This design comes from an exercise in tuning for small area on the open sky130 flow, not from production work.

==> v10: inputs <==
==> flow/design.v (excerpt) <==
module sdfe_fgroup (
    input  wire         clk,
    input  wire         rst,         
    input  wire [1:0]   decim,       
    input  wire [63:0]  oc_lim,      
    input  wire         sd_valid,    
    input  wire [15:0]  sd_bits,     
    output reg          smp_valid,
    output wire [255:0] smp_data,    
    output reg  [3:0]   oc_fault,
    output reg  [3:0]   sd_lost
);
make LEC_CHECK=0 CAP_MARGIN=20 CORE_MARGIN=2 CORE_UTILIZATION=40 CTS_BUF_LIST=sky130_fd_sc_hd__clkbuf_8 PLACE_DENSITY=0.6 SLEW_MARGIN=20 SYNTH_HIERARCHICAL=1 SYNTH_MINIMUM_KEEP_SIZE=0 finish   # period 20.0 ns
run.sh (not shown) runs the stock make flow with config.mk's settings and CLKGATE_MAP_FILE= SYNTH_SCRIPT=/design/flow/synth_recipe.tcl, a recipe that flattens the netlist after the stock synthesis.
==> inputs of v15, as changes to v10 <==
--- a/flow/design.v
+++ b/flow/design.v
@@ -13,66 +13,101 @@
     integer i, c;
     wire m64  = (decim == 2'd1);
     wire m128 = (decim == 2'd2);
     wire m256 = !m64 && !m128;
     wire acc = sd_valid && !rst;                 
     reg  [7:0]  P;           
     reg  [15:0] Q;           
+    reg         bpar;        
     reg  [15:0] vh;          
     reg  [4:0]  K;           
     reg  [3:0]  h;           
     reg  [4:0]  rc;          
-    reg         anybit;      
     wire last = m64  ? (&P[5:0]) :
                 m128 ? (&P[6:0]) : (&P[7:0]);
     wire dec  = acc && last;                     
     wire [8:0]  V    = (m64 ? 9'd65 : m128 ? 9'd129 : 9'd257) - {1'b0, P};
     wire [15:0] Qrst = m64 ? 16'd2145 : m128 ? 16'd8385 : 16'd33153;
     always @(posedge clk) begin
         if (rst || dec) begin
             P <= 8'd0;
             Q <= Qrst;
         end else if (acc) begin
             P <= P + 8'd1;
             Q <= Q - {7'd0, V};
         end
         if (rst) begin
+            bpar <= 1'b0;
             vh <= 16'd0;
             K  <= 5'd0;
             h  <= 4'd0;
             rc <= 5'd0;
-            anybit <= 1'b0;
         end else begin
+            if (dec) bpar <= !bpar;
             vh <= {vh[14:0], acc};
             K  <= K + {4'd0, acc} - {4'd0, vh[15]};
             h  <= h + 4'd1;
             if (!rc[4]) rc <= rc + 5'd1;
-            if (acc) anybit <= 1'b1;
         end
     end
-    reg [15:0] sbuf [0:15];      
+    reg  [15:0] rb [0:15];
+    wire [31:0] sd2 = {sd_bits, sd_bits};
+    wire [15:0] nb  = sd2[h +: 16];              
     always @(posedge clk)
-        for (c = 0; c < 16; c = c + 1)
-            if (acc) sbuf[c] <= {sbuf[c][14:0], sd_bits[c]};
-    wire [15:0] xw = sbuf[h];
-    reg [15:0] km, om;
-    always @(*)
+        for (i = 0; i < 16; i = i + 1)
+            rb[i] <= {rb[(i + 1) % 16][14:0], nb[(i + 1) % 16]};
+    reg [15:0] cd, cv, nd, nv;
+    reg [3:0]  cz [0:15];
+    reg [3:0]  nz [0:15];
+    reg [4:0]  zc;
+    reg [15:0] cw;
+    integer st;
+    always @(*) begin
+        zc = 5'd0;
         for (i = 0; i < 16; i = i + 1) begin
-            km[i] = (K > i);
-            om[i] = (K > i) && !(P > i);
+            cz[i] = vh[i] ? zc[3:0] : 4'd0;      
+            zc = zc + {4'd0, !vh[i]};
+        end
+        cd = rb[0] & vh;
+        cv = vh;
+        for (st = 0; st < 4; st = st + 1) begin
+            for (i = 0; i < 16; i = i + 1) begin
+                nd[i] = cd[i] && !cz[i][st];
+                nv[i] = cv[i] && !cz[i][st];
+                nz[i] = (cv[i] && !cz[i][st]) ? cz[i] : 4'd0;
+                if (i + (1 << st) < 16 && cz[i + (1 << st)][st]) begin
+                    nd[i] = nd[i] || cd[i + (1 << st)];
+                    nv[i] = nv[i] || cv[i + (1 << st)];
+                    nz[i] = nz[i] | cz[i + (1 << st)];
+                end
+            end
+            cd = nd;
+            cv = nv;
+            for (i = 0; i < 16; i = i + 1) cz[i] = nz[i];
         end
-    wire [15:0] xa = xw & km;                
-    wire [15:0] xo = xw & om;                
+        cw = cd;
+    end
+    reg [15:0] om;
+    always @(*)
+        for (i = 0; i < 16; i = i + 1)
+            om[i] = !(P > i);
+    wire [15:0] xa = cw;                     
+    wire [15:0] xo = cw & om;                
     wire [15:0] yo = xo >> P[3:0];           
-    reg  [70:0] ring [0:15];
+    reg  [77:0] ring [0:15];
+    reg  [4:0]  cnt16;       
+    reg         rdy;         
+    reg  [3:0]  post;        
+    wire        hold  = rdy || (cnt16 != 5'd0);  
+    wire        shown = (hold && !split) || smp_valid || (post != 4'd0);
     wire        clr   = !rc[4];
     wire        split = (P[7:4] == 4'd0) && ({1'b0, P[3:0]} < K);
     wire [24:0] S0h = clr ? 25'd0 : ring[0][24:0];
     wire [23:0] S1h = clr ? 24'd0 : ring[0][48:25];
-    wire [21:0] S2h = clr ? 22'd0 : ring[0][70:49];
+    wire [21:0] S2h = clr ? 22'd0 : {ring[0][70:62] & {9{!shown}}, ring[0][61:49]};
     wire [24:0] A0 = split ? {1'b0, S1h} : S0h;
     wire [23:0] A1 = split ? {2'd0, S2h} : S1h;
     wire [21:0] A2 = split ? 22'd0 : S2h;
     wire [24:0] S0r = ring[0][24:0];
     wire [24:0] S0n;
     wire [23:0] S1n;
     wire [21:0] S2n;
@@ -1919,73 +1954,81 @@
     assign y[18] = u_869s;
     assign y[19] = u_870s;
     assign y[20] = u_871s;
     assign y[21] = u_872s;
     assign y[22] = u_873s;
     assign y[23] = u_874s;
     assign y[24] = u_875s;
-    always @(posedge clk) begin
-        for (i = 0; i < 15; i = i + 1)
-            ring[i] <= ring[i + 1];
-        ring[15] <= {S2n, S1n, S0n};
-    end
     wire [16:0] ys = m64 ? y[18:2] : m128 ? y[21:5] : y[24:8];
     wire [15:0] s  = ys[16] ? 16'hffff : ys[15:0];
     wire [15:0] smp = {~s[15], s[14:0]};
-    wire [15:0] lim = oc_lim[16*h[3:2] +: 16];
-    wire [16:0] mag = smp[15] ? (17'd0 - {1'b1, smp}) : {1'b0, smp};
-    wire        over = (lim != 16'd0) && (mag > {1'b0, lim});
-    reg [15:0] orng [0:15];
+    wire [15:0] hi = split ? smp : hold ? ring[0][77:62] : {ring[0][77:71], S2n[21:13]};
     always @(posedge clk) begin
         for (i = 0; i < 15; i = i + 1)
-            orng[i] <= orng[i + 1];
-        orng[15] <= split ? smp : orng[0];
+            ring[i] <= ring[i + 1];
+        ring[15] <= {hi, S2n[12:0], S1n, S0n};
     end
     genvar g;
     generate
         for (g = 0; g < 16; g = g + 1) begin : g_out
-            assign smp_data[16*g +: 16] = orng[g];
+            assign smp_data[16*g +: 16] = ring[g][77:62];
         end
     endgenerate
-    reg [4:0] cnt16;             
-    reg       rdy;               
+    wire [15:0] lim = oc_lim[16*h[3:2] +: 16];
+    wire [16:0] mag = smp[15] ? (17'd0 - {1'b1, smp}) : {1'b0, smp};
+    wire        over = (lim != 16'd0) && (mag > {1'b0, lim});
     reg [3:0] opend;             
     wire      all_in = rdy || (cnt16 == 5'd1);
     always @(posedge clk) begin
         if (rst) begin
             cnt16     <= 5'd0;
+            post      <= 4'd0;
             rdy       <= 1'b0;
             smp_valid <= 1'b0;
             opend     <= 4'd0;
             oc_fault  <= 4'd0;
         end else begin
             if (dec)
                 cnt16 <= 5'd16;
             else if (cnt16 != 5'd0)
                 cnt16 <= cnt16 - 5'd1;
+            if (smp_valid)
+                post <= 4'd15;
+            else if (post != 4'd0)
+                post <= post - 4'd1;
             rdy       <= all_in && (h != 4'd15);
             smp_valid <= all_in && (h == 4'd15);
             if (smp_valid) begin
                 oc_fault <= oc_fault | opend;
                 opend    <= 4'd0;
             end else if (split && over)
                 opend[h[3:2]] <= 1'b1;
         end
     end
-    reg [6:0] run [0:15];
+    wire [6:0] G7  = m64 ? {bpar, P[5:0]} : P[6:0];
+    wire [6:0] G7n = G7 + 7'd1;
+    reg  [6:0] ts [0:15];
+    reg [15:0] pb;               
     reg [15:0] lost_now;
+    reg [15:0] same;
     always @(*)
-        for (c = 0; c < 16; c = c + 1)
-            lost_now[c] = acc && (sd_bits[c] == (anybit && sbuf[c][0])) && (&run[c]);
+        for (c = 0; c < 16; c = c + 1) begin
+            same[c]     = (sd_bits[c] == pb[c]);
+            lost_now[c] = acc && same[c] && (ts[c] == G7n);
+        end
     always @(posedge clk) begin
+        if (rst)
+            pb <= 16'd0;
+        else if (acc)
+            pb <= sd_bits;
         for (c = 0; c < 16; c = c + 1)
             if (rst)
-                run[c] <= 7'd0;
-            else if (acc)
-                run[c] <= (sd_bits[c] == (anybit && sbuf[c][0])) ? run[c] + 7'd1 : 7'd0;
+                ts[c] <= 7'd0;
+            else if (acc && !same[c])
+                ts[c] <= G7n;
         if (rst)
             sd_lost <= 4'd0;
         else
             for (c = 0; c < 4; c = c + 1)
                 if (|lost_now[4*c +: 4]) sd_lost[c] <= 1'b1;
     end
 endmodule
==> flow/config.mk (replaced) <==
export PLATFORM = sky130hd
export DESIGN_NAME = sdfe_fgroup
export DESIGN_NICKNAME = sdfe_fgroup
export VERILOG_FILES = /design/flow/design.v
export SDC_FILE = /design/flow/constraint.sdc
export NUM_CORES = 4
export LEC_CHECK = 0
export CAP_MARGIN = 20
export CORE_MARGIN = 2
export CORE_UTILIZATION = 50
export CTS_BUF_LIST = sky130_fd_sc_hd__clkbuf_16
export CTS_CLUSTER_DIAMETER = 100
export CTS_CLUSTER_SIZE = 30
export PLACE_DENSITY = 0.65
export SLEW_MARGIN = 20
export SYNTH_HIERARCHICAL = 1
export SYNTH_MINIMUM_KEEP_SIZE = 0
==> results.txt <==
- Count of clock-buffer cells in the layout: v15 is lower than v10 (296).
- Of v15 and v10, v10 has the higher worst setup slack (gap 1.9 ns).
- Between v15 and v10, the lower core utilization is in v10 (gap 8.8 points).
- Global-route usage: v15 is higher than v10 (3.0 points).
- Between v10 and v15, the lower die area is in v15 (gap about 30%, measured against v15).
- Non-clock buffer count: v10 is lower than v15 (148).
==> figures <==
metric                                                               v15         v10
CP required                                                     20.58 ns    20.86 ns
Final net count                                                    5,775       5,770
Post-CTS setup-driven buffer insertion count                           4           0
Final period util                                                  97.4%       87.7%
Placed cell count                                                  6,556       6,817
Max Used Layer                                                      met4        met5
Overall die area                                               0.123 mm2   0.160 mm2
Fraction of final layout cells sized beyond drive strength 1       10.1%       10.5%
Layout fillers                                                    10,000      13,800
Status                                          timing/DRC/antenna clean  timing/DRC/antenna clean
Flip-flop count of the largest register after layout               1,248       1,136
Worst clock skew on the final layout                           0.0528 ns    0.106 ns
Average cell area after synthesis                               12.4 um2    13.9 um2
Largest fanout on the critical path                                    4          31
Register-to-Register Setup Slack                                 0.52 ns     2.46 ns
Core Area                                                      0.119 mm2   0.156 mm2
First-pass GRT wire length                                    189,000 um  207,000 um
Function was not checked in any run of this note: the RTL went through the layout flow alone.

static timing again, ports no longer ideal:
Ports are ideal in the flow. The routed layouts listed here were re-timed in OpenROAD.
Step 1 (the two cells are an assumption about what drives the block):
set clk [get_ports {clk}]
set_driving_cell -lib_cell sky130_fd_sc_hd__clkbuf_16 $clk
set_driving_cell -lib_cell sky130_fd_sc_hd__buf_2 [delete_from_list [all_inputs] $clk]
Step 2 also shifts input and output timing later by t, the mid clock arrival at the registers, as if the neighbouring blocks saw the same clock.
Slacks: ideal ports / drivers / drivers and shift; pairs: ideal ports / drivers.
| run | t, ns | slack for setup (ns) | worst hold slack (ns) | clock arrival spread, ns | cell pins on the clock port's net |
|---|---|---|---|---|---|
| v10 | 1.026 | 2.460 / 2.460 / 1.993 | 0.260 / 0.260 / 0.260 | 0.113 / 0.113 | 1 |
| v15 | 0.734 | 0.524 / 0.524 / 0.524 | 0.301 / 0.301 / 0.301 | 0.057 / 0.057 | 1 |
After both steps setup and hold are still met in every run listed. For v10, which loses most, drivers alone change the setup slack by 0.000 ns; drivers and shift together by -0.467 ns.
